Background: an optimization exercise with open tools, aiming at small area, a short achievable clock period and few clock cycles per item. Do not read the settings as production practice.
In this exercise RTL edits were held to simulation tests only and were not proved equivalent to the original.

==> flow/design.v <==
module sha256_core (
    input  wire         clk,
    input  wire         rst,         
    input  wire         in_valid,
    output wire         in_ready,
    input  wire         first,       
    input  wire [511:0] block,
    output reg          out_valid,
    output wire [255:0] digest
);
    localparam [31:0] IV0 = 32'h6a09e667, IV1 = 32'hbb67ae85, IV2 = 32'h3c6ef372, IV3 = 32'ha54ff53a,
                      IV4 = 32'h510e527f, IV5 = 32'h9b05688c, IV6 = 32'h1f83d9ab, IV7 = 32'h5be0cd19;
    reg        busy;
    reg  [5:0] c;
    reg        cur_valid;    
    reg        pend;         
    reg        fill_ok;      
    reg        fr;           
    reg        frn;          
    reg        z0;           
    reg        rdy;          
    wire c_is48 = (c == 6'd48);
    wire c_is62 = (c == 6'd62);
    wire c_is63 = (c == 6'd63);
    wire fill   = (c[5:4] == 2'b11);
    assign in_ready = rdy;
    wire   acc      = in_valid & in_ready & ~rst;
    always @(posedge clk) begin
        if (rst) begin
            busy      <= 1'b0;
            c         <= 6'd48;
            cur_valid <= 1'b0;
            pend      <= 1'b0;
            fr        <= 1'b0;
            z0        <= 1'b0;
            rdy       <= 1'b0;
            out_valid <= 1'b0;
        end else begin
            out_valid <= z0 & cur_valid;
            z0        <= busy & c_is63;
            rdy       <= busy & c_is62 & fill_ok & in_valid;
            if (!busy) begin
                c <= {3'b110, c[2:0] + 3'd1};
                if (in_valid & c_is48) begin
                    busy      <= 1'b1;
                    c         <= 6'd49;
                    cur_valid <= 1'b0;
                    pend      <= 1'b0;
                end
            end else begin
                c <= c + 6'd1;
                if (c_is63)
                    pend <= in_valid & rdy;
                if (z0) begin
                    cur_valid <= pend;
                    fr        <= pend & frn;
                    pend      <= 1'b0;
                    if (!pend) begin
                        busy <= 1'b0;
                        c    <= 6'd49;
                    end
                end
            end
        end
    end
    always @(posedge clk) begin
        if (c_is48)
            fill_ok <= in_valid;
        else
            fill_ok <= fill_ok & in_valid;
        if (acc)
            frn <= first;
    end
    reg [31:0] k_next;
    always @(*) begin
        case (c)
            6'd0: k_next = 32'h71374491;
            6'd1: k_next = 32'hb5c0fbcf;
            6'd2: k_next = 32'he9b5dba5;
            6'd3: k_next = 32'h3956c25b;
            6'd4: k_next = 32'h59f111f1;
            6'd5: k_next = 32'h923f82a4;
            6'd6: k_next = 32'hab1c5ed5;
            6'd7: k_next = 32'hd807aa98;
            6'd8: k_next = 32'h12835b01;
            6'd9: k_next = 32'h243185be;
            6'd10: k_next = 32'h550c7dc3;
            6'd11: k_next = 32'h72be5d74;
            6'd12: k_next = 32'h80deb1fe;
            6'd13: k_next = 32'h9bdc06a7;
            6'd14: k_next = 32'hc19bf174;
            6'd15: k_next = 32'he49b69c1;
            6'd16: k_next = 32'hefbe4786;
            6'd17: k_next = 32'h0fc19dc6;
            6'd18: k_next = 32'h240ca1cc;
            6'd19: k_next = 32'h2de92c6f;
            6'd20: k_next = 32'h4a7484aa;
            6'd21: k_next = 32'h5cb0a9dc;
            6'd22: k_next = 32'h76f988da;
            6'd23: k_next = 32'h983e5152;
            6'd24: k_next = 32'ha831c66d;
            6'd25: k_next = 32'hb00327c8;
            6'd26: k_next = 32'hbf597fc7;
            6'd27: k_next = 32'hc6e00bf3;
            6'd28: k_next = 32'hd5a79147;
            6'd29: k_next = 32'h06ca6351;
            6'd30: k_next = 32'h14292967;
            6'd31: k_next = 32'h27b70a85;
            6'd32: k_next = 32'h2e1b2138;
            6'd33: k_next = 32'h4d2c6dfc;
            6'd34: k_next = 32'h53380d13;
            6'd35: k_next = 32'h650a7354;
            6'd36: k_next = 32'h766a0abb;
            6'd37: k_next = 32'h81c2c92e;
            6'd38: k_next = 32'h92722c85;
            6'd39: k_next = 32'ha2bfe8a1;
            6'd40: k_next = 32'ha81a664b;
            6'd41: k_next = 32'hc24b8b70;
            6'd42: k_next = 32'hc76c51a3;
            6'd43: k_next = 32'hd192e819;
            6'd44: k_next = 32'hd6990624;
            6'd45: k_next = 32'hf40e3585;
            6'd46: k_next = 32'h106aa070;
            6'd47: k_next = 32'h19a4c116;
            6'd48: k_next = 32'h1e376c08;
            6'd49: k_next = 32'h2748774c;
            6'd50: k_next = 32'h34b0bcb5;
            6'd51: k_next = 32'h391c0cb3;
            6'd52: k_next = 32'h4ed8aa4a;
            6'd53: k_next = 32'h5b9cca4f;
            6'd54: k_next = 32'h682e6ff3;
            6'd55: k_next = 32'h748f82ee;
            6'd56: k_next = 32'h78a5636f;
            6'd57: k_next = 32'h84c87814;
            6'd58: k_next = 32'h8cc70208;
            6'd59: k_next = 32'h90befffa;
            6'd60: k_next = 32'ha4506ceb;
            6'd61: k_next = 32'hbef9a3f7;
            6'd62: k_next = 32'hc67178f2;
            6'd63: k_next = 32'h428a2f98;
            default: k_next = 32'h0;
        endcase
    end
    reg [31:0] kr;
    always @(posedge clk)
        kr <= k_next;
    reg  [31:0] w [0:15];
    reg  [31:0] blk_word;
    always @(*) begin
        case (c[3:0])
            4'd0:  blk_word = block[511:480];
            4'd1:  blk_word = block[479:448];
            4'd2:  blk_word = block[447:416];
            4'd3:  blk_word = block[415:384];
            4'd4:  blk_word = block[383:352];
            4'd5:  blk_word = block[351:320];
            4'd6:  blk_word = block[319:288];
            4'd7:  blk_word = block[287:256];
            4'd8:  blk_word = block[255:224];
            4'd9:  blk_word = block[223:192];
            4'd10: blk_word = block[191:160];
            4'd11: blk_word = block[159:128];
            4'd12: blk_word = block[127:96];
            4'd13: blk_word = block[95:64];
            4'd14: blk_word = block[63:32];
            default: blk_word = block[31:0];
        endcase
    end
    wire [31:0] ws0   = {w[1][6:0], w[1][31:7]} ^ {w[1][17:0], w[1][31:18]} ^ (w[1] >> 3);
    wire [31:0] ws1   = {w[14][16:0], w[14][31:17]} ^ {w[14][18:0], w[14][31:19]} ^ (w[14] >> 10);
    wire [31:0] w_new = ws1 + w[9] + ws0 + w[0];
    integer i;
    always @(posedge clk) begin
        for (i = 0; i < 15; i = i + 1)
            w[i] <= w[i+1];
        w[15] <= fill ? blk_word : w_new;
    end
    reg [31:0] r0, r1, r2, r3, r4, r5, r6, r7;
    assign digest = {r0, r1, r2, r3, r4, r5, r6, r7};
    reg [31:0] a, b, cc, e, f, g, ps, pc, qs, qc;
    wire [31:0] big_s0 = {a[1:0], a[31:2]} ^ {a[12:0], a[31:13]} ^ {a[21:0], a[31:22]};
    wire [31:0] big_s1 = {e[5:0], e[31:6]} ^ {e[10:0], e[31:11]} ^ {e[24:0], e[31:25]};
    wire [31:0] ch     = (e & f) ^ (~e & g);
    wire [31:0] maj    = (a & b) | (cc & (a | b));
    wire [31:0] xe1_s = qs ^ qc ^ ch;
    wire [31:0] xe1_c = ((qs & qc) | (qs & ch) | (qc & ch)) << 1;
    wire [31:0] xe2_s = xe1_s ^ xe1_c ^ big_s1;
    wire [31:0] xe2_c = ((xe1_s & xe1_c) | (xe1_s & big_s1) | (xe1_c & big_s1)) << 1;
    wire [31:0] e_new = xe2_s + xe2_c;
    wire [31:0] x1_s = ps ^ pc ^ ch;
    wire [31:0] x1_c = ((ps & pc) | (ps & ch) | (pc & ch)) << 1;
    wire [31:0] x2_s = big_s1 ^ big_s0 ^ maj;
    wire [31:0] x2_c = ((big_s1 & big_s0) | (big_s1 & maj) | (big_s0 & maj)) << 1;
    wire [31:0] x3_s = x1_s ^ x1_c ^ x2_s;
    wire [31:0] x3_c = ((x1_s & x1_c) | (x1_s & x2_s) | (x1_c & x2_s)) << 1;
    wire [31:0] x4_s = x3_s ^ x3_c ^ x2_c;
    wire [31:0] x4_c = ((x3_s & x3_c) | (x3_s & x2_c) | (x3_c & x2_c)) << 1;
    wire [31:0] a_new = x4_s + x4_c;
    wire [31:0] fa_iv = c_is62 ? IV3 : c_is63 ? IV2 : IV1;
    wire [31:0] fe_iv = c_is62 ? IV7 : c_is63 ? IV6 : IV5;
    wire [31:0] fa_h  = fr ? fa_iv : r0;
    wire [31:0] fe_h  = fr ? fe_iv : r4;
    wire [31:0] fa_s = fa_h + (cur_valid ? a : 32'd0);
    wire [31:0] fe_s = fe_h + (cur_valid ? e : 32'd0);
    wire        ld_a = frn | ~cur_valid;      
    wire [31:0] n0 = frn ? IV0 : r7;
    wire [31:0] n1 = frn ? IV1 : fa_s;
    wire [31:0] n2 = frn ? IV2 : r1;
    wire [31:0] n3 = frn ? IV3 : r2;
    wire [31:0] n4 = frn ? IV4 : r3;
    wire [31:0] n5 = frn ? IV5 : fe_s;
    wire [31:0] n6 = frn ? IV6 : r5;
    wire [31:0] n7 = frn ? IV7 : r6;
    wire [31:0] hn  = z0 ? n7 : g;
    wire [31:0] dn  = z0 ? n3 : cc;
    wire [31:0] ij0 = c_is63 ? (fr ? IV0 : r6) : 32'd0;
    wire [31:0] ij4 = c_is63 ? (fr ? IV4 : r2) : 32'd0;
    wire [31:0] y1_s = hn ^ kr ^ w[0];
    wire [31:0] y1_c = ((hn & kr) | (hn & w[0]) | (kr & w[0])) << 1;
    wire [31:0] yp_s = y1_s ^ y1_c ^ ij0;
    wire [31:0] yp_c = ((y1_s & y1_c) | (y1_s & ij0) | (y1_c & ij0)) << 1;
    wire [31:0] y2_s = y1_s ^ y1_c ^ dn;
    wire [31:0] y2_c = ((y1_s & y1_c) | (y1_s & dn) | (y1_c & dn)) << 1;
    wire [31:0] yq_s = y2_s ^ y2_c ^ ij4;
    wire [31:0] yq_c = ((y2_s & y2_c) | (y2_s & ij4) | (y2_c & ij4)) << 1;
    always @(posedge clk) begin
        a  <= (z0 & ld_a) ? n0 : a_new;
        b  <= z0 ? n1 : a;
        cc <= z0 ? n2 : b;
        e  <= (z0 & ld_a) ? n4 : e_new;
        f  <= z0 ? n5 : e;
        g  <= z0 ? n6 : f;
        ps <= yp_s;
        pc <= yp_c;
        qs <= yq_s;
        qc <= yq_c;
    end
    wire upd  = busy & cur_valid;
    wire updf = upd & (c_is62 | c_is63 | z0);
    always @(posedge clk) begin
        r0 <= (upd & z0) ? a_new : r7;      
        r1 <= updf ? fa_s : r0;             
        r2 <= r1;
        r3 <= r2;
        r4 <= (upd & z0) ? e_new : r3;      
        r5 <= updf ? fe_s : r4;             
        r6 <= r5;
        r7 <= r6;
    end
endmodule
==> flow/flow/run.sh <==
#!/bin/bash
set -e
export BUFFER_PORTS_ARGS="-buffer_cell sky130_fd_sc_hd__buf_1"
bash standard.sh MATCH_CELL_FOOTPRINT=0 finish > standard.log 2>&1
==> flow/standard.sh <==
#!/bin/bash
# synth_recipe.tcl (not shown) runs the flow's synth.tcl, then flattens the netlist and writes it again
# the make line also repeats each setting of config.mk as NAME=value (left out here)
make -C /OpenROAD-flow-scripts/flow DESIGN_CONFIG=/design/flow/config.mk WORK_HOME=/design/flow/orfs CLKGATE_MAP_FILE= SYNTH_SCRIPT=/design/flow/synth_recipe.tcl "${@:-finish}"
==> flow/config.mk <==
export PLATFORM = sky130hd
export DESIGN_NAME = sha256_core
export DESIGN_NICKNAME = sha256_core
export VERILOG_FILES = /design/flow/design.v
export SDC_FILE = /design/flow/constraint.sdc
export NUM_CORES = 4
export LEC_CHECK = 0
export CAP_MARGIN = 20
export CORE_MARGIN = 2
export CORE_UTILIZATION = 45
export CTS_BUF_LIST = sky130_fd_sc_hd__clkbuf_8
export CTS_CLUSTER_SIZE = 20
export PLACE_DENSITY = 0.65
export SETUP_SLACK_MARGIN = 4
export SLEW_MARGIN = 20
==> flow/constraint.sdc <==
create_clock -name core_clock -period 9.0 [get_ports {clk}]
set_input_delay 1.8000 -clock core_clock [delete_from_list [all_inputs] [get_ports {clk}]]
set_output_delay 1.8000 -clock core_clock [all_outputs]
set_load 0.01 [all_outputs]
==> impl_metrics.yaml, run 1 <==
setup_path:
  crit_chain: "mux2_2 > fa_1 > inv_1 > fa_1 > inv_1 > ha_1 > and4_4 > a221oi_2 > o31ai_1 > or4b_4 > a21o_1 > a31oi_4 > o21ai_2 > or4_1 > and3_1"
  slowest_delay_ps: 570
  cp_data_required_time_ps: 9820
  start_kind: "flop"
  r2r_slack_ps: 4080
  setup.worst_path.class: "flop to flop"
  worst_setup_path_end_kind: "flop"
  rr_endpoint: "e[30]"
  critPathMaxFanout: 6
  crit_family: "simple AND/OR/NAND/NOR gates"
  worstReg2RegStart: "e[6]"
  ff2ff_path_depth: 15
  cp_num_buf_inv: 2
  cp_slowest_cell: "or4b_4"
  cp.arrival_ps: 5730
global_route:
  grt_use_total: 0.411
  antenna_found_initial: 37
  grt_pass1_vias: 45470
  grt_max_degree: 71
  grt_overflow: 0
  grt_pass1_wl_um: 350000
sta:
  rsz0062_at_grt: "no"
  relSlewSlack: 0.219
  finalCritPeriodShare: 0.546
  finalHoldViolCount: 0
  setup_tns_ps: 0
  fmaxAchievable_ghz: 0.203
  final-setup-viol-count: 0
  period_needed_ps: 4920
  drv_slew: 0
  skew_ps: 64.8
  max_slew.worst_pin.slew_ps: 1170
run_status:
  run_status: "timing/DRC/antenna clean"
clock_tree:
  cts_tree: "built"
  clock_sinks: 1133
  h-tree-depth: 4
  hold_buffers: 0
  cts_buffers: 179
  clk_pin_slew_ps: 70
  root_buffer: "clkbuf_8"
  clk_latency_ps: 940
  cts_buffer_depth: 3
detailed_routing:
  drc: 0
  detail_route.vias_per_cell: 5.83
  vias: 46265
  post_drt_wl_per_cell_um: 32.4
  wl_um: 257000
  antenna_left: 0
  detail_route.first_pass.iterations: 10
  drt_iter0_drc: 5394
yosys:
  synth.avg_cell_area_um2: 9.96
  synth_top_family_by_area: "adder cells"
  ys_seq_elements: 1133
  synth-simple-area-share: 0.0854
  syn_inst: 5440
  syn_area_um2: 54200
  ys_warn_count: 2
  ys_seq_area_frac: 0.419
  synth_mux_area_frac: 0.0173
  ys.flop_type: "dfxtp_1"
  synthXorXnorAreaFrac: 0.0645
  synthAdderAreaFrac: 0.177
  yosys.cell_types.count: 77
  ys_async_sr_fraction: 0
  synth_compound_area_frac: 0.176
  synth_edf_count: 1
  syn_nets: 6503
finish:
  post-route-util: 0.530
  drive_gt1_frac: 0.0964
  fillers: 10993
  area_growth_pct: 17.0
  largest_reg_flops: 512
  nNetsFinal: 7227
  top_register: "w"
floorplan:
  ios: 774
  rows: 127
  dieWidth_um: 351
  die-area_um2: 123000
  start_util: 0.453
  die_h_um: 351
  coreArea_um2: 120000
hold_path:
  hold_class: "flop to flop"
  min_to: "w[10][1]"
  hold_depth: 0
  min_from: "w[11][1]"
flow_run:
  maxCapViolCount: 0
placement:
  portBuffers: 773
  dpl.hpwl_um: 207000
  gp_congestion: 1.09
==> through the flow <==
step                cell area, um2  setup slack, ps  hold WS (ps)  std cells
floorplan                    54200             4150           310       5440
global placement             58600             3080           310       7578
detailed placement           58600             2960           312       7578
CTS                          62900             4020           273       7899
global route                 63400             3990           273       7918
finish                       63400             4080           273       7932
==> cell type report <==
type	instances	area, um2	area share
Timing Repair Buffer	861	3580	0.0564
Antenna cell	24	60.1	0.000947
Inverter	550	2070	0.0326
Clock inverter	80	719	0.0113
Sequential cell	1133	22800	0.360
Multi-Input combinational cell	3439	29000	0.457
Clock buffer	233	3210	0.0506
Tap cell	1612	2020	0.0318
==> synthesized netlist by cell type (16+ instances only) <==
master | number | area, um2
dfxtp_1 | 1132 | 22700
inv_1 | 546 | 2050
fa_1 | 368 | 7370
nand2_1 | 361 | 1360
o21ai_0 | 346 | 1730
a21oi_1 | 296 | 1480
clkbuf_1 | 288 | 1080
xnor2_1 | 261 | 2290
nor2_1 | 244 | 916
ha_1 | 179 | 2240
xor2_1 | 138 | 1210
a22o_1 | 105 | 920
a21o_1 | 92 | 691
o22a_1 | 85 | 744
a221oi_1 | 69 | 604
a22oi_1 | 69 | 518
and2_1 | 68 | 425
nand3_1 | 54 | 270
nor3_1 | 51 | 255
mux2_2 | 49 | 552
and3_1 | 47 | 294
o21a_1 | 45 | 338
nand4_1 | 41 | 257
a31oi_1 | 35 | 219
nor2b_1 | 34 | 213
a211oi_1 | 32 | 240
a222oi_1 | 31 | 310
buf_1 | 26 | 97.6
o211ai_1 | 26 | 195
o21bai_1 | 26 | 195
o2bb2ai_1 | 24 | 210
mux2i_1 | 23 | 230
nand2b_1 | 23 | 144
or2_2 | 20 | 125
o31ai_1 | 18 | 135
a32oi_1 | 16 | 140
==> logic make-up (layout without fill, tap and decap cells) <==
kind of cell / Yosys count / in the layout
AO/OA/AOI/OAI: 1419 / 1419
flip-flops: 1133 / 1133
buffers and inverters: 868 / 1724
other: 0 / 24
AND/OR/NAND/NOR: 994 / 994
XOR/XNOR: 399 / 399
multiplexers: 79 / 79
adder cells (fa/ha/maj): 548 / 548
==> cell usage in the layout, fill, tap and decap left out, types with 68 or more instances in the layout <==
master / n
buf_1: 773
xor2_1: 130
nor2_1: 234
o21ai_0: 338
xnor2_1: 236
inv_1: 584
nand2_1: 357
a22o_1: 105
a21oi_1: 285
dfxtp_1: 1076
o22a_1: 85
fa_1: 367
a221oi_1: 68
a22oi_1: 69
clkbuf_8: 233
ha_1: 177
a21o_1: 92
buf_4: 83
==> metal layers <==
metal	vias to the layer above	part of all wire	GRT usage
met1	22385	0.35	0.466
met3	849	0.097	0.110
met4	10	0.10	0.346
met2	3001	0.45	0.647
met5	-	0.00024	0
li1	20020	-	-
==> how the worst max path moves through the flow <==
stage | to | depth (start not counted) | start
2_1_floorplan | r0[30] | 19 | e[7]
3_3_place_gp | r0[30] | 18 | e[7]
3_5_place_dp | r5[29] | 17 | c[0]
4_1_cts | r0[30] | 18 | e[8]
5_1_grt | r1[20] | 21 | c[0]
6_report | e[30] | 15 | e[6]
==> repair_timing <==
item / CTS / global route
gates resized for setup: 78 / 81
setup endpoints to repair: 131 / 88
pin swaps: 7 / 12
buffers inserted: 8 / 8
endpoints found under the hold margin: 0 / 0
Testbench counts, summed over its fixed seeds: cycles 82,064, items 1,280.
==> run 2: changes to the inputs <==
--- a/flow/config.mk
+++ b/flow/config.mk
@@ -9,6 +9,5 @@
 export CORE_MARGIN = 2
-export CORE_UTILIZATION = 45
+export CORE_UTILIZATION = 50
 export CTS_BUF_LIST = sky130_fd_sc_hd__clkbuf_8
-export CTS_CLUSTER_SIZE = 20
-export PLACE_DENSITY = 0.65
+export PLACE_DENSITY = 0.7
 export SETUP_SLACK_MARGIN = 4
==> impl_metrics.yaml, run 2 <==
setup_path:
  critPathMaxFanout: 6
  cp.arrival_ps: 5670
  worstReg2RegStart: "e[26]"
  slowest_delay_ps: 560
  cp_slowest_cell: "fa_1"
  rr_endpoint: "r0[29]"
  setup.worst_path.class: "flop to flop"
  crit_family: "adder cells"
  r2r_slack_ps: 4060
  cp_data_required_time_ps: 9730
  worst_setup_path_end_kind: "flop"
  start_kind: "flop"
  crit_chain: "xor2_1 > xnor2_1 > fa_1 > inv_1 > fa_1 > fa_1 > ha_1 > a21o_1 > a21o_1 > a21o_1 > a21oi_2 > a31oi_4 > a41oi_1 > xnor2_1 > o21ai_0"
  ff2ff_path_depth: 15
  cp_num_buf_inv: 1
global_route:
  grt_max_degree: 87
  grt_use_total: 0.441
  grt_pass1_wl_um: 346000
  antenna_found_initial: 14
  grt.met3_usage: 0.115
  grt_most_used_layer: "met2"
  met1_usage: 0.511
  use_met2: 0.690
  grt_pass1_vias: 46278
  grt_overflow: 0
yosys:
  ys_seq_elements: 1133
  ys_async_sr_fraction: 0
  synth.most_common_cell: "dfxtp_1"
  synth_edf_count: 1
  syn_area_um2: 54200
  synth_common_cells: "1132 x dfxtp_1, 546 x inv_1, 368 x fa_1"
  synth.avg_cell_area_um2: 9.96
  yosysTopAreaCell: "dfxtp_1"
  synthTopCellsByArea: "dfxtp_1 42%, fa_1 14%, xnor2_1 4.2%"
  synth.top_cell.area_share: 0.418
  syn_inst: 5440
  ys_warn_count: 2
  yosys.cell_types.count: 77
  syn_nets: 6503
  ys.flop_type: "dfxtp_1"
  ys_seq_area_frac: 0.419
finish:
  multi_input_area_um2: 28900
  nNetsFinal: 7240
  layout_commonest_cell: "dfxtp_1"
  post-route-util: 0.590
  finalNonFillerCells: 7736
  final_cell_mix: "1088 x dfxtp_1, 773 x buf_1, 585 x inv_1, 367 x fa_1, 356 x nand2_1"
  fin_area_um2: 63400
  largest_reg_flops: 512
  seqCellArea_um2: 22800
  drive_gt1_frac: 0.0988
  area_growth_pct: 16.9
  fillers: 9194
  top_register: "w"
placement:
  placed_cells: 7375
  gp_congestion: 1.08
  portBuffers: 773
  dpl.hpwl_um: 198000
  place_area_um2: 58500
detailed_routing:
  vias: 46692
  antenna_left: 0
  drc: 0
  detail_route.vias_per_cell: 6.04
  post_drt_wl_per_cell_um: 32.3
  drt_iter0_drc: 5961
  detail_route.first_pass.iterations: 9
  wl_um: 250000
clock_tree:
  clk_latency_ps: 890
  cts_buffer_depth: 3
  clk_pin_slew_ps: 70
  cts_buffers: 182
  clock_sinks: 1133
  root_buffer: "clkbuf_8"
  cts_tree: "built"
  hold_buffers: 0
  h-tree-depth: 4
sta:
  finalCritPeriodShare: 0.549
  relSlewSlack: 0.127
  final-setup-viol-count: 0
  period_needed_ps: 4940
  setup_tns_ps: 0
  drv_slew: 0
  fmaxAchievable_ghz: 0.202
  max_slew.worst_pin.slew_ps: 1310
  skew_ps: 54.1
  finalHoldViolCount: 0
  rsz0062_at_grt: "yes"
floorplan:
  coreArea_um2: 107000
  start_util: 0.505
  dieWidth_um: 333
  die_h_um: 333
  ios: 774
  die-area_um2: 111000
  rows: 120
flow_run:
  maxCapViolCount: 0
hold_path:
  hold_class: "flop to flop"
  hold_depth: 0
  min_to: "w[4][3]"
  min_from: "w[5][3]"
run_status:
  run_status: "timing/DRC/antenna clean"
==> run 2: cell families after synthesis <==
kind of cell | synth area share
buffers and inverters | 0.0602
adder cells (fa/ha/maj) | 0.177
AND/OR/NAND/NOR | 0.0854
multiplexers | 0.0173
flip-flops | 0.419
XOR/XNOR | 0.0645
AO/OA/AOI/OAI | 0.176
==> run 2: stage by stage <==
stage | hold WS [ps] | setup slack [ps]
3_5_place_dp | 312 | 2950
2_1_floorplan | 310 | 4150
4_1_cts | 285 | 3950
3_3_place_gp | 310 | 2950
5_1_grt | 290 | 3950
6_report | 292 | 4060
==> run 2: routing by layer <==
layer	wire length, um	share of wire
met3	24800	0.10
met5	137	0.00055
met4	24500	0.098
met2	111000	0.45
met1	88800	0.36
==> run 2: what timing repair did <==
item / 4_1_cts / 5_1_grt
buffers inserted: 10 / 10
resized for setup: 66 / 78
pin swaps: 6 / 7
endpoints found under the setup margin: 117 / 91
==> run 2: layout make-up <==
class,instances,area share
multi-input combinational,3439,0.457
sequential,1133,0.359
timing repair buffer,871,0.0589
clock buffer,235,0.0511
inverter,550,0.0327
tap,1403,0.0277
clock inverter,99,0.0131
antenna,6,0.000237
==> run 2: how the worst max path moves through the flow <==
stage / start / to / slack, ps / cells after the start
detailed placement: e[7] / r0[30] / 2950 / 18
global placement: e[8] / r0[30] / 2950 / 17
CTS: e[20] / r0[30] / 3950 / 16
finish: e[26] / r0[29] / 4060 / 15
global route: e[16] / a[19] / 3950 / 16
floorplan: e[7] / r0[30] / 4150 / 19
==> run 3: changes to the inputs <==
--- a/flow/config.mk
+++ b/flow/config.mk
@@ -9,5 +9,7 @@
 export CORE_MARGIN = 2
-export CORE_UTILIZATION = 50
-export CTS_BUF_LIST = sky130_fd_sc_hd__clkbuf_8
-export PLACE_DENSITY = 0.7
+export CORE_UTILIZATION = 45
+export CTS_BUF_LIST = sky130_fd_sc_hd__clkbuf_16
+export CTS_CLUSTER_DIAMETER = 80
+export CTS_CLUSTER_SIZE = 24
+export PLACE_DENSITY = 0.65
 export SETUP_SLACK_MARGIN = 4
==> impl_metrics.yaml, run 3 <==
run_status:
  run_status: "timing/DRC/antenna clean"
clock_tree:
  cts_buffer_depth: 3
  clk_latency_ps: 750
  h-tree-depth: 2
  cts_buffers: 57
  clk_pin_slew_ps: 110
  root_buffer: "clkbuf_16"
  cts_tree: "built"
  clock_sinks: 1133
floorplan:
  die-area_um2: 123000
  coreArea_um2: 120000
  start_util: 0.453
  die_h_um: 351
  rows: 127
  dieWidth_um: 351
  ios: 774
finish:
  multi_input_area_um2: 28800
  drive_gt1_frac: 0.0647
  layout_commonest_cell: "dfxtp_1"
  fin_area_um2: 61100
  largest_reg_flops: 512
  top_register: "w"
  area_growth_pct: 12.7
  nNetsFinal: 7103
  final_cell_mix: "1084 x dfxtp_1, 773 x buf_1, 545 x inv_1, 367 x fa_1, 357 x nand2_1"
  fillers: 11190
  seqCellArea_um2: 22800
global_route:
  grt_pass1_wl_um: 345000
  grt_max_degree: 71
  grt_overflow: 0
  antenna_found_initial: 35
  grt_use_total: 0.405
  grt_pass1_vias: 44169
yosys:
  synth.top_cell.area_share: 0.418
  synth.avg_cell_area_um2: 9.96
  synthTopCellsByArea: "dfxtp_1 42%, fa_1 14%, xnor2_1 4.2%"
  synth_edf_count: 1
  yosys.cell_types.count: 77
  ys_seq_elements: 1133
  synth_common_cells: "1132 x dfxtp_1, 546 x inv_1, 368 x fa_1"
  syn_area_um2: 54200
  ys_async_sr_fraction: 0
  ys_seq_area_frac: 0.419
  yosysTopAreaCell: "dfxtp_1"
  synth.most_common_cell: "dfxtp_1"
  syn_nets: 6503
  ys.flop_type: "dfxtp_1"
  syn_inst: 5440
  ys_warn_count: 2
placement:
  place_area_um2: 58600
  dpl.hpwl_um: 207000
  portBuffers: 773
  gp_congestion: 1.09
setup_path:
  rr_endpoint: "r0[30]"
  worst_setup_path_end_kind: "flop"
  ff2ff_path_depth: 16
  critPathMaxFanout: 6
  cp_data_required_time_ps: 9610
  r2r_slack_ps: 3990
  setup.worst_path.class: "flop to flop"
  start_kind: "flop"
  worstReg2RegStart: "e[1]"
  cp.arrival_ps: 5620
sta:
  period_needed_ps: 5010
  relSlewSlack: 0.185
  finalHoldViolCount: 0
  finalCritPeriodShare: 0.556
  max_slew.worst_pin.slew_ps: 1220
  drv_slew: 0
  skew_ps: 78.7
  fmaxAchievable_ghz: 0.200
  setup_tns_ps: 0
  rsz0062_at_grt: "yes"
  final-setup-viol-count: 0
detailed_routing:
  vias: 45405
  detail_route.vias_per_cell: 5.90
  drt_iter0_drc: 5243
  drc: 0
  wl_um: 254000
  antenna_left: 0
  detail_route.first_pass.iterations: 9
  post_drt_wl_per_cell_um: 33.0
hold_path:
  min_from: "w[5][3]"
  hold_depth: 0
  min_to: "w[4][3]"
  hold_class: "flop to flop"
flow_run:
  maxCapViolCount: 0
[run 3: cell counts after synthesis]
No cell type changed its count.
[run 3: critical path, stage by stage (launching register included)]
cell and delay (ps):
dfxtp_1 560, xor2_1 400, xnor2_1 320, fa_1 560, inv_1 60, fa_1 440
fa_1 500, ha_1 410, a21oi_1 210, nor2b_1 70, o21ai_0 300, o211ai_1 290
a41oi_1 250, nor2_1 70, o311ai_1 100, xor2_1 230, o21ai_0 100
[run 3: per-stage QoR]
stage	instances	hold WS, ps	util	setup WS [ps]
5_1_grt	7678	274	0.510	3910
3_5_place_dp	7578	312	0.490	2960
4_1_cts	7663	256	0.507	3830
6_report	7698	264	0.511	3990
3_3_place_gp	7578	310	0.490	3080
2_1_floorplan	5440	310	-	4150
[run 3: metal layers]
metal | GRT usage | share of wire | up-vias
li1 | - | - | 19690
met1 | 0.467 | 0.36 | 22135
met2 | 0.639 | 0.45 | 2829
met3 | 0.0948 | 0.093 | 745
met4 | 0.336 | 0.098 | 6
met5 | 0 | 0.00014 | -
[run 3: kinds of logic (layout without fill, tap and decap cells)]
family	count (synthesis)	after routing	synth area share
adders and majority gates	548	548	0.177
other	0	26	0
DFF	1133	1133	0.419
muxes	79	79	0.0173
buffers and inverters	868	1488	0.0602
and+or+nand+nor	994	994	0.0854
AOI/OAI and AO/OA	1419	1419	0.176
xor gates and xnor gates	399	399	0.0645
[run 3: final cells by class]
class,instances,area share
clock inverter,21,0.00475
multi-input combinational,3439,0.472
sequential,1133,0.373
tap,1612,0.0330
clock buffer,58,0.0238
antenna,26,0.00107
timing repair buffer,859,0.0584
inverter,550,0.0339
[run 3: worst max-delay path by stage]
stage | from | endpoint | slack (ps) | cells after the start
2_1_floorplan | e[7] | r0[30] | 4150 | 19
3_3_place_gp | e[7] | r0[30] | 3080 | 18
3_5_place_dp | c[0] | r5[29] | 2960 | 17
4_1_cts | e[10] | r0[28] | 3830 | 17
5_1_grt | e[1] | r0[30] | 3910 | 16
6_report | e[1] | r0[30] | 3990 | 16
[run 3: timing repair]
item | 4_1_cts | 5_1_grt
setup endpoints to repair | 129 | 89
pin swaps | 7 | 10
cloned | 0 | 0
gates resized for setup | 71 | 66
setup buffers | 6 | 7
hold buffers | 0 | 0
==> run 4: changes to the inputs <==
--- a/flow/config.mk
+++ b/flow/config.mk
@@ -10,7 +10,7 @@
 export CORE_UTILIZATION = 45
-export CTS_BUF_LIST = sky130_fd_sc_hd__clkbuf_16
-export CTS_CLUSTER_DIAMETER = 80
-export CTS_CLUSTER_SIZE = 24
+export CTS_BUF_LIST = sky130_fd_sc_hd__clkbuf_8
+export CTS_CLUSTER_DIAMETER = 70
+export CTS_CLUSTER_SIZE = 14
 export PLACE_DENSITY = 0.65
-export SETUP_SLACK_MARGIN = 4
+export SETUP_SLACK_MARGIN = 4.5
 export SLEW_MARGIN = 20
==> impl_metrics.yaml, run 4 <==
detailed_routing:
  vias: 46211
  detail_route.vias_per_cell: 5.90
  antenna_left: 0
  post_drt_wl_per_cell_um: 32.3
  wl_um: 253000
  detail_route.first_pass.iterations: 10
  drt_iter0_drc: 5247
  drc: 0
yosys:
  ys_seq_elements: 1133
  synth.top_cell.area_share: 0.418
  yosysTopAreaCell: "dfxtp_1"
  synth.avg_cell_area_um2: 9.96
  synthTopCellsByArea: "dfxtp_1 42%, fa_1 14%, xnor2_1 4.2%"
  syn_inst: 5440
  ys_seq_area_frac: 0.419
  ys_warn_count: 2
  synth.most_common_cell: "dfxtp_1"
  syn_nets: 6503
  synth_edf_count: 1
  ys_async_sr_fraction: 0
  yosys.cell_types.count: 77
  synth_common_cells: "1132 x dfxtp_1, 546 x inv_1, 368 x fa_1"
  syn_area_um2: 54200
  ys.flop_type: "dfxtp_1"
clock_tree:
  cts_tree: "built"
  clk_latency_ps: 870
  clock_sinks: 1133
  cts_buffer_depth: 3
  root_buffer: "clkbuf_8"
  h-tree-depth: 3
  cts_buffers: 99
  hold_buffers: 0
  clk_pin_slew_ps: 100
setup_path:
  worst_setup_path_end_kind: "flop"
  critPathMaxFanout: 4
  start_kind: "flop"
  cp_data_required_time_ps: 9650
  setup.worst_path.class: "flop to flop"
  startpoint: "e[12]"
  crit_end: "a[30]"
  cp.arrival_ps: 5330
  worstReg2RegStart: "e[12]"
  ff2ff_path_depth: 20
  r2r_slack_ps: 4320
  rr_endpoint: "a[30]"
placement:
  placed_cells: 7577
  gp_congestion: 1.05
  dpl.hpwl_um: 200000
  portBuffers: 773
global_route:
  grt_use_total: 0.403
  grt_pass1_vias: 44481
  antenna_found_initial: 34
  grt_pass1_wl_um: 344000
  grt_overflow: 0
  grt_max_degree: 77
floorplan:
  start_util: 0.453
  die_h_um: 351
  dieWidth_um: 351
  ios: 774
  coreArea_um2: 120000
  die-area_um2: 123000
  rows: 127
sta:
  finalHoldViolCount: 0
  period_needed_ps: 4680
  final-setup-viol-count: 0
  hold_ws_ps: 288
  skew_ps: 95.2
  max_slew.worst_pin.slew_ps: 1230
  drv_slew: 0
  setup_tns_ps: 0
  rsz0062_at_grt: "yes"
  relSlewSlack: 0.178
  fmaxAchievable_ghz: 0.214
  finalCritPeriodShare: 0.520
flow_run:
  maxCapViolCount: 0
finish:
  area_growth_pct: 17.0
  final_cell_mix: "1044 x dfxtp_1, 773 x buf_1, 543 x inv_1, 362 x fa_1, 354 x nand2_1"
  finalNonFillerCells: 7834
  fillers: 11017
  largest_reg_flops: 512
  drive_gt1_frac: 0.118
  layout_commonest_cell: "dfxtp_1"
  nNetsFinal: 7224
  top_register: "w"
hold_path:
  hold_class: "flop to flop"
run_status:
  run_status: "timing/DRC/antenna clean"
## run 4: cell types whose count changed in the layout (fill, tap and decap cells not counted), moves of 23 or more
| cell | previous run | this run |
|---|---|---|
| clkbuf_16 | 58 | 0 |
| o21ai_0 | 338 | 308 |
| xor2_1 | 134 | 106 |
| dfxtp_1 | 1084 | 1044 |
| xnor2_1 | 237 | 205 |
| dfxtp_4 | 14 | 48 |
| ha_1 | 178 | 155 |
| buf_4 | 80 | 149 |
| clkbuf_8 | 0 | 99 |
## run 4: cells by family after synthesis
kind of cell	synth area share
DFF	0.419
AOI/OAI and AO/OA	0.176
buffers and inverters	0.0602
adders and majority gates	0.177
xor gates and xnor gates	0.0645
muxes	0.0173
and+or+nand+nor	0.0854
## run 4: area by class of cell
cell class / instances / area [um2] / area share
multi-input cells: 3440 / 30300 / 0.478
clock buffers: 99 / 1360 / 0.0215
clock inverters: 35 / 433 / 0.00683
repair buffers: 937 / 4240 / 0.0668
inverters: 550 / 2070 / 0.0326
diodes: 28 / 70.1 / 0.00110
flip-flops and latches: 1133 / 22900 / 0.361
well taps: 1612 / 2020 / 0.0318
## run 4: worst min path at each step
stage | start | to | slack, ps | depth (start not counted)
2_1_floorplan | w[11][0] | w[10][0] | 310 | 0
3_3_place_gp | w[4][18] | w[3][18] | 310 | 0
3_5_place_dp | w[11][0] | w[10][0] | 310 | 0
4_1_cts | w[7][4] | w[6][4] | 290 | 0
5_1_grt | w[7][4] | w[6][4] | 290 | 0
6_report | w[3][30] | w[2][30] | 290 | 0
## run 4: routing by layer
metal	track usage	share of wire	up-vias
li1	-	-	19901
met4	0.334	0.097	8
met5	0	0.00019	-
met3	0.0950	0.094	765
met2	0.624	0.45	2878
met1	0.475	0.36	22659
## run 4: metrics by stage
stage               setup slack, ps   util  area (um2)
CTS                            4360  0.519       62200
floorplan                      4510      -       54200
global route                   4210  0.530       63400
global placement               2820  0.490       58700
detailed placement             2730  0.490       58700
finish                         4320  0.530       63400
## run 4: repair_timing
action	in CTS	in global routing
gates cloned	1	0
resized for setup	296	172
setup buffers	47	46
pin swaps	74	78
setup endpoints to repair	200	115
## run 4: worst max-delay path: stages (launching register included)
cell      delay (ps)
dfxtp_4          410
xnor2_4          190
xnor2_2          130
buf_6            150
inv_2             60
fa_1             480
inv_1             60
fa_2             380
fa_1             460
ha_2             210
fa_2             350
a21oi_2          170
o21ai_2           80
a21oi_2          210
nor4_4            70
nor3_2           180
buf_6            190
o21ai_4           80
o311ai_4         290
xor2_1           230
a21oi_1           90
==> run 5: changes to the inputs <==
--- a/flow/config.mk
+++ b/flow/config.mk
@@ -14,3 +14,3 @@
 export PLACE_DENSITY = 0.65
-export SETUP_SLACK_MARGIN = 4.5
+export SETUP_SLACK_MARGIN = 4
 export SLEW_MARGIN = 20
==> impl_metrics.yaml, run 5 <==
run_status:
  run_status: "timing/DRC/antenna clean"
detailed_routing:
  wl_um: 255000
  drt_iter0_drc: 5317
  post_drt_wl_per_cell_um: 33.0
  vias: 45587
  detail_route.first_pass.iterations: 8
  antenna_left: 0
  detail_route.vias_per_cell: 5.90
  drc: 0
global_route:
  grt_overflow: 0
  grt_max_degree: 71
  antenna_found_initial: 35
  grt_use_total: 0.406
  grt_pass1_vias: 44460
  grt_pass1_wl_um: 347000
floorplan:
  coreArea_um2: 120000
  dieWidth_um: 351
  start_util: 0.453
  die-area_um2: 123000
  ios: 774
  rows: 127
  die_h_um: 351
sta:
  setup_tns_ps: 0
  relSlewSlack: 0.229
  skew_ps: 70.6
  final-setup-viol-count: 0
  period_needed_ps: 4990
  finalHoldViolCount: 0
  finalCritPeriodShare: 0.554
  postLayoutSetupSlackWorst_ps: 4010
  fmaxAchievable_ghz: 0.201
  drv_slew: 0
  max_slew.worst_pin.slew_ps: 1150
  rsz0062_at_grt: "yes"
  hold_ws_ps: 279
finish:
  fillers: 11208
  nNetsFinal: 7138
  layout_commonest_cell: "dfxtp_1"
  drive_gt1_frac: 0.0709
  top_register: "w"
  post-route-util: 0.509
  area_growth_pct: 12.4
  largest_reg_flops: 512
  final_cell_mix: "1083 x dfxtp_1, 773 x buf_1, 551 x inv_1, 367 x fa_1, 357 x nand2_1"
flow_run:
  maxCapViolCount: 0
placement:
  gp_congestion: 1.09
  portBuffers: 773
  dpl.hpwl_um: 207000
  dp_slack_ps: 2960
clock_tree:
  cts_buffers: 94
  cts_tree: "built"
  clk_pin_slew_ps: 100
  h-tree-depth: 3
  root_buffer: "clkbuf_8"
  clk_latency_ps: 840
  cts_buffer_depth: 3
  clock_sinks: 1133
setup_path:
  setup.worst_path.class: "flop to flop"
  cp.arrival_ps: 5690
  critPathMaxFanout: 8
  worst_setup_path_end_kind: "flop"
  cp_data_required_time_ps: 9700
  start_kind: "flop"
yosys:
  yosysTopAreaCell: "dfxtp_1"
  synth.most_common_cell: "dfxtp_1"
  synth_edf_count: 1
  synth.avg_cell_area_um2: 9.96
  synth_common_cells: "1132 x dfxtp_1, 546 x inv_1, 368 x fa_1"
  ys_seq_area_frac: 0.419
  synthTopCellsByArea: "dfxtp_1 42%, fa_1 14%, xnor2_1 4.2%"
  yosys.cell_types.count: 77
  ys_seq_elements: 1133
  syn_nets: 6503
  syn_inst: 5440
  synth.top_cell.area_share: 0.418
  syn_area_um2: 54200
  ys_async_sr_fraction: 0
  ys.flop_type: "dfxtp_1"
  ys_warn_count: 2
hold_path:
  hold_class: "flop to flop"
run 5: cell counts after synthesis:
No cell type changed its count.
run 5: routing by layer:
metal | vias to the layer above | routed length (um) | track usage
met5 | - | 43 | 0
met4 | 6 | 26100 | 0.345
met3 | 743 | 24500 | 0.0969
met2 | 2854 | 114000 | 0.639
met1 | 22248 | 90600 | 0.468
li1 | 19736 | - | -
run 5: critical path, stage by stage (launching register included):
cell and delay, ps:
dfxtp_1 640, mux2_2 450, fa_1 490, inv_1 50, fa_1 490, inv_1 50
ha_1 420, nand4_1 250, nor3_1 510, nand4_1 250, a211oi_4 440, o31ai_2 190
a21oi_1 150, a21oi_1 130, xnor2_1 260, o21ai_0 100
run 5: what timing repair did:
| item | 4_1_cts | 5_1_grt |
|---|---|---|
| gates resized for setup | 77 | 69 |
| pin swaps | 7 | 11 |
| hold buffers | 0 | 0 |
| hold endpoints to repair | 0 | 0 |
| setup endpoints to repair | 130 | 88 |
| gates cloned | 0 | 0 |
| buffers inserted | 8 | 3 |
run 5: metrics by stage:
stage | area (um2) | cells
3_5_place_dp | 58600 | 7578
2_1_floorplan | 54200 | 5440
6_report | 60900 | 7729
3_3_place_gp | 58600 | 7578
4_1_cts | 60600 | 7703
5_1_grt | 60900 | 7718
run 5: kinds of logic after synthesis:
kind of cell / Yosys count / synth area share
multiplexers: 79 / 0.0173
buffers and inverters: 868 / 0.0602
adder cells (fa/ha/maj): 548 / 0.177
flip-flops: 1133 / 0.419
AO/OA/AOI/OAI: 1419 / 0.176
XOR/XNOR: 399 / 0.0645
AND/OR/NAND/NOR: 994 / 0.0854
run 5: cell type report:
| cell class | count | area, um2 | share of cell area |
|---|---|---|---|
| timing repair buffer | 857 | 3550 | 0.0582 |
| clock buffer | 95 | 1310 | 0.0215 |
| antenna | 21 | 52.6 | 0.000862 |
| clock inverter | 22 | 243 | 0.00398 |
| sequential | 1133 | 22800 | 0.374 |
| multi-input combinational | 3439 | 28900 | 0.475 |
| tap | 1612 | 2020 | 0.0331 |
| inverter | 550 | 2070 | 0.0340 |
run 5: final timing paths:
check,start,to,slack [ps],cells past startpoint
worst max-delay path,e[23],e[31],4010,15
worst min-delay path,w[2][3],w[1][3],280,0
worst max register to register,e[23],e[31],4010,15
worst min register to register,w[2][3],w[1][3],280,0
==> run 6: changes to the inputs <==
--- a/flow/config.mk
+++ b/flow/config.mk
@@ -14,3 +14,3 @@
 export PLACE_DENSITY = 0.65
-export SETUP_SLACK_MARGIN = 4
+export SETUP_SLACK_MARGIN = 4.25
 export SLEW_MARGIN = 20
==> impl_metrics.yaml, run 6 <==
flow_run:
  maxCapViolCount: 0
floorplan:
  dieWidth_um: 351
  start_util: 0.453
  ios: 774
  die-area_um2: 123000
  rows: 127
  coreArea_um2: 120000
  die_h_um: 351
setup_path:
  cp_slowest_cell: "or4b_4"
  crit_chain: "mux2_4 > fa_1 > inv_1 > fa_1 > inv_1 > ha_1 > and4_4 > a221oi_2 > o31ai_2 > or4b_4 > a21o_4 > a31oi_4 > o21ai_2 > or4_1 > and3_1"
  r2r_slack_ps: 4230
  critPathMaxFanout: 5
  rr_endpoint: "e[30]"
  cp_num_buf_inv: 2
  cp.arrival_ps: 5550
  crit_cells: 15
  worstReg2RegStart: "e[8]"
  setup.worst_path.class: "flop to flop"
  cp_data_required_time_ps: 9780
  crit_family: "simple AND/OR/NAND/NOR gates"
  start_kind: "flop"
  worst_setup_path_end_kind: "flop"
  slowest_delay_ps: 580
  ff2ff_path_depth: 15
sta:
  setup_tns_ps: 0
  max_slew.worst_pin.slew_ps: 1310
  fmaxAchievable_ghz: 0.210
  final-setup-viol-count: 0
  rsz0062_at_grt: "yes"
  postLayoutSetupSlackWorst_ps: 4230
  drv_slew: 0
  skew_ps: 65.3
  relSlewSlack: 0.127
  finalHoldViolCount: 0
  period_needed_ps: 4770
  hold_ws_ps: 294
  finalCritPeriodShare: 0.530
global_route:
  grt_use_total: 0.408
  grt_overflow: 0
  antenna_found_initial: 52
  grt_pass1_wl_um: 346000
  grt_pass1_vias: 43850
  grt_max_degree: 93
yosys:
  syn_area_um2: 54200
  ys_warn_count: 2
  synthTopCellsByArea: "dfxtp_1 42%, fa_1 14%, xnor2_1 4.2%"
  ys_seq_elements: 1133
  ys.flop_type: "dfxtp_1"
  synth_mux_area_frac: 0.0173
  synthAdderAreaFrac: 0.177
  ys_async_sr_fraction: 0
  synth.avg_cell_area_um2: 9.96
  synth_top_family_by_area: "adder cells"
  synthXorXnorAreaFrac: 0.0645
  syn_nets: 6503
  synth.top_cell.area_share: 0.418
  syn_inst: 5440
  synth.most_common_cell: "dfxtp_1"
  synth_common_cells: "1132 x dfxtp_1, 546 x inv_1, 368 x fa_1"
  yosys.cell_types.count: 77
  ys_seq_area_frac: 0.419
  synth_compound_area_frac: 0.176
  yosysTopAreaCell: "dfxtp_1"
  synth_edf_count: 1
  synth-simple-area-share: 0.0854
placement:
  gp_congestion: 1.08
  portBuffers: 773
  dp_slack_ps: 2770
  dpl.hpwl_um: 201000
clock_tree:
  cts_buffer_depth: 3
  clk_pin_slew_ps: 100
  hold_buffers: 0
  root_buffer: "clkbuf_8"
  cts_tree: "built"
  clk_latency_ps: 900
  clock_sinks: 1133
  h-tree-depth: 3
  cts_buffers: 96
finish:
  largest_reg_flops: 512
  top_register: "w"
  seqCellArea_um2: 22900
  fillers: 11208
  layout_commonest_cell: "dfxtp_1"
  multi_input_area_um2: 29500
  drive_gt1_frac: 0.0892
  nNetsFinal: 7167
  post-route-util: 0.518
  area_growth_pct: 14.3
  final_cell_mix: "1063 x dfxtp_1, 773 x buf_1, 547 x inv_1, 366 x fa_1, 356 x nand2_1"
detailed_routing:
  wl_um: 257000
  detail_route.vias_per_cell: 5.94
  antenna_left: 0
  vias: 46166
  drc: 0
  post_drt_wl_per_cell_um: 33.1
  drt_iter0_drc: 6108
  detail_route.first_pass.iterations: 15
hold_path:
  hold_depth: 0
  min_from: "w[2][3]"
  min_to: "w[1][3]"
  hold_class: "flop to flop"
run_status:
  run_status: "timing/DRC/antenna clean"
-- run 6: cell count changes in the layout (fill, tap and decap cells not counted), sizes merged --
cell / change
bufinv: -1
clkbuf: +5
inv: +2
buf: +26
clkinvlp: +1
clkinv: -1
nor2: +1
diode: +15
-- run 6: cells by family (layout without fill, tap and decap cells) --
family / after synthesis / in the layout
muxes: 79 / 79
and+or+nand+nor: 994 / 995
DFF: 1133 / 1133
xor gates and xnor gates: 399 / 399
buffers and inverters: 868 / 1556
AOI/OAI and AO/OA: 1419 / 1419
other: 0 / 36
adders and majority gates: 548 / 548
-- run 6: worst register-to-register path, cell delays in order (launching register included) --
cell and delay [ps]:
dfxtp_4 420, mux2_4 360, fa_1 490, inv_1 50
fa_1 480, inv_1 40, ha_1 360, and4_4 230
a221oi_2 280, o31ai_2 160, or4b_4 580, a21o_4 260
a31oi_4 190, o21ai_2 110, or4_1 470, and3_1 200
-- run 6: stage by stage --
stage	instances	cell area, um2
3_3_place_gp	7571	58600
3_5_place_dp	7571	58600
6_report	7777	62000
4_1_cts	7706	61000
2_1_floorplan	5440	54200
5_1_grt	7763	61900
-- run 6: area by class of cell --
cell class                      instances  share of cell area
Antenna cell                           36             0.00145
Clock buffer                          100              0.0222
Clock inverter                         23             0.00438
Inverter                              550              0.0334
Multi-Input combinational cell       3440               0.475
Sequential cell                      1133               0.369
Tap cell                             1612              0.0325
Timing Repair Buffer                  883              0.0619
-- run 6: what timing repair did --
action | 4_1_cts | 5_1_grt
buffers inserted | 11 | 28
gates cloned | 1 | 0
endpoints found under the setup margin | 189 | 91
resized for setup | 149 | 139
pin swaps | 15 | 23
-- run 6: worst max-delay path by stage --
stage / from / endpoint
floorplan: e[7] / r0[30]
global placement: c[1] / r5[31]
detailed placement: c[1] / r5[31]
CTS: a[13] / r0[30]
global route: e[14] / r0[19]
finish: e[8] / e[30]
-- run 6: metal layers --
| metal | share of wire | vias up | global-route usage |
|---|---|---|---|
| met5 | 0.00053 | - | 0.00785 |
| met4 | 0.10 | 26 | 0.339 |
| met3 | 0.11 | 789 | 0.117 |
| met2 | 0.43 | 3114 | 0.616 |
| met1 | 0.36 | 22425 | 0.482 |
| li1 | - | 19812 | - |
==> run 7: changes to the inputs <==
--- a/flow/config.mk
+++ b/flow/config.mk
@@ -9,3 +9,3 @@
 export CORE_MARGIN = 2
-export CORE_UTILIZATION = 45
+export CORE_UTILIZATION = 42
 export CTS_BUF_LIST = sky130_fd_sc_hd__clkbuf_8
@@ -13,3 +13,3 @@
 export CTS_CLUSTER_SIZE = 14
-export PLACE_DENSITY = 0.65
+export PLACE_DENSITY = 0.62
 export SETUP_SLACK_MARGIN = 4.25
==> impl_metrics.yaml, run 7 <==
run_status:
  run_status: "timing/DRC/antenna clean"
detailed_routing:
  antenna_left: 0
  detail_route.first_pass.iterations: 8
  wl_um: 263000
  drc: 0
  drt_iter0_drc: 4852
  post_drt_wl_per_cell_um: 33.6
  detail_route.vias_per_cell: 5.78
  vias: 45279
sta:
  drv_slew: 0
  finalHoldViolCount: 0
  setup_tns_ps: 0
  finalCritPeriodShare: 0.523
  skew_ps: 79.7
  relSlewSlack: 0.283
  fmaxAchievable_ghz: 0.213
  period_needed_ps: 4700
  rsz0062_at_grt: "yes"
  final-setup-viol-count: 0
  postLayoutSetupSlackWorst_ps: 4300
  hold_ws_ps: 264
  max_slew.worst_pin.slew_ps: 1080
global_route:
  grt_use_total: 0.391
  grt_overflow: 0
  grt_pass1_wl_um: 357000
  grt_max_degree: 70
  grt_pass1_vias: 44904
  antenna_found_initial: 43
yosys:
  yosysTopAreaCell: "dfxtp_1"
  synthTopCellsByArea: "dfxtp_1 42%, fa_1 14%, xnor2_1 4.2%"
  synth.top_cell.area_share: 0.418
  synth.avg_cell_area_um2: 9.96
  ys.flop_type: "dfxtp_1"
  synth_common_cells: "1132 x dfxtp_1, 546 x inv_1, 368 x fa_1"
  synth.most_common_cell: "dfxtp_1"
  syn_area_um2: 54200
  ys_seq_area_frac: 0.419
  yosys.cell_types.count: 77
  syn_nets: 6503
  ys_warn_count: 2
  syn_inst: 5440
  ys_seq_elements: 1133
  ys_async_sr_fraction: 0
  synth_edf_count: 1
setup_path:
  setup.worst_path.class: "flop to flop"
  ff2ff_path_depth: 14
  worstReg2RegStart: "e[1]"
  r2r_slack_ps: 4300
  start_kind: "flop"
  cp.arrival_ps: 5450
  worst_setup_path_end_kind: "flop"
  rr_endpoint: "r0[28]"
  cp_data_required_time_ps: 9750
  critPathMaxFanout: 6
finish:
  top_register: "w"
  area_growth_pct: 14.7
  largest_reg_flops: 512
  nNetsFinal: 7188
  fillers: 12214
  final_cell_mix: "1078 x dfxtp_1, 773 x buf_1, 547 x inv_1, 365 x fa_1, 355 x nand2_1"
  multi_input_area_um2: 29600
  seqCellArea_um2: 22800
  fin_area_um2: 62200
  layout_commonest_cell: "dfxtp_1"
  finalNonFillerCells: 7832
  drive_gt1_frac: 0.0928
placement:
  portBuffers: 773
  dp_slack_ps: 2920
  place_area_um2: 58900
  placed_cells: 7647
  gp_congestion: 1.03
  dpl.hpwl_um: 214000
hold_path:
  hold_depth: 0
  min_to: "w[11][6]"
  hold_class: "flop to flop"
  min_from: "w[12][6]"
clock_tree:
  cts_buffers: 96
  cts_tree: "built"
  cts_buffer_depth: 3
  h-tree-depth: 3
  clk_latency_ps: 860
  clk_pin_slew_ps: 90
  hold_buffers: 0
  clock_sinks: 1133
  root_buffer: "clkbuf_8"
floorplan:
  start_util: 0.424
  coreArea_um2: 128000
  dieWidth_um: 363
  die_h_um: 363
  die-area_um2: 132000
  ios: 774
  rows: 131
flow_run:
  maxCapViolCount: 0
[run 7: cell counts after synthesis]
Identical to the previous run, type by type.
[run 7: how the worst max path moves through the flow]
stage | start | endpoint | slack [ps]
after floorplan | e[7] | r0[30] | 4250
after global placement | e[8] | a[26] | 3020
after detailed placement | e[7] | a[26] | 2920
after CTS | e[30] | r0[28] | 4220
after global routing | e[14] | a[19] | 4150
final | e[1] | r0[28] | 4300
[run 7: what timing repair did]
action                                  CTS  global route
pin swaps                                15            41
gates resized for setup                 151           130
setup buffers                            17            25
endpoints found under the setup margin  175            99
cloned                                    0             0
[run 7: final cells by class]
| class | instances | share of cell area |
|---|---|---|
| Antenna cell | 19 | 0.000765 |
| Inverter | 550 | 0.0333 |
| Clock buffer | 101 | 0.0224 |
| Sequential cell | 1133 | 0.367 |
| Timing Repair Buffer | 905 | 0.0638 |
| Clock inverter | 23 | 0.00374 |
| Multi-Input combinational cell | 3439 | 0.476 |
| Tap cell | 1662 | 0.0334 |
[run 7: per-layer routing]
layer  vias to the layer above  global-route usage  part of all wire
met5                         -                   0           0.00077
met2                      2442               0.649              0.47
met3                       625              0.0736             0.078
met1                     22347               0.450              0.36
li1                      19837                   -                 -
met4                        28               0.293             0.091
[run 7: cells by family after synthesis]
family | count (synthesis) | share of synthesized area
XOR/XNOR | 399 | 0.0645
buffers and inverters | 868 | 0.0602
AND/OR/NAND/NOR | 994 | 0.0854
flip-flops | 1133 | 0.419
adder cells (fa/ha/maj) | 548 | 0.177
AO/OA/AOI/OAI | 1419 | 0.176
multiplexers | 79 | 0.0173
[run 7: critical path, cell delays in order, from the launching register on]
cell and delay, ps:
dfxtp_2 510, xor2_1 410, xnor2_2 240, fa_1 530
inv_1 50, fa_1 550, fa_1 420, ha_1 400
and4_2 310, and2_1 230, nand3_1 160, o21ai_4 220
o21ba_4 230, nor2_1 70, a211o_1 250
[run 7: metrics by stage]
stage	utilization
after detailed placement	0.460
final	0.486
after floorplan	-
after CTS	0.479
after global placement	0.460
after global routing	0.486

==> afterwards: timing with drivers on the ports <==
The results above use ideal ports. As a check the final layouts listed here were re-extracted and re-timed, cells and wires unchanged. Step 1 assumes that a clkbuf_16 drives the clock port and a buf_2 every other input. Step 2 times the ports against the registers' clock, not the clock port: input delays grow and output delays shrink by t, the midpoint of the rising clock arrivals with the driver on. Slacks: ideal / step 1 / step 2; pairs: ideal / step 1.
| run | t, ns | setup WS [ns] | worst data-port slew with drivers (ns) | cell pins on the clock port's net |
|---|---|---|---|---|
| run 1 | 0.967 | 4.083 / 4.083 / 4.083 | 0.26 | 1 |
| run 2 | 0.925 | 4.060 / 4.060 / 4.060 | 0.24 | 1 |
| run 3 | 0.769 | 3.994 / 3.994 / 3.994 | 0.28 | 1 |
| run 4 | 0.879 | 4.321 / 4.321 / 4.321 | 0.22 | 1 |
| run 5 | 0.865 | 4.015 / 4.015 / 4.015 | 0.28 | 1 |
| run 6 | 0.921 | 4.232 / 4.232 / 4.232 | 0.51 | 1 |
| run 7 | 0.885 | 4.296 / 4.296 / 4.296 | 0.23 | 1 |
After both steps setup and hold are still met in every run listed.
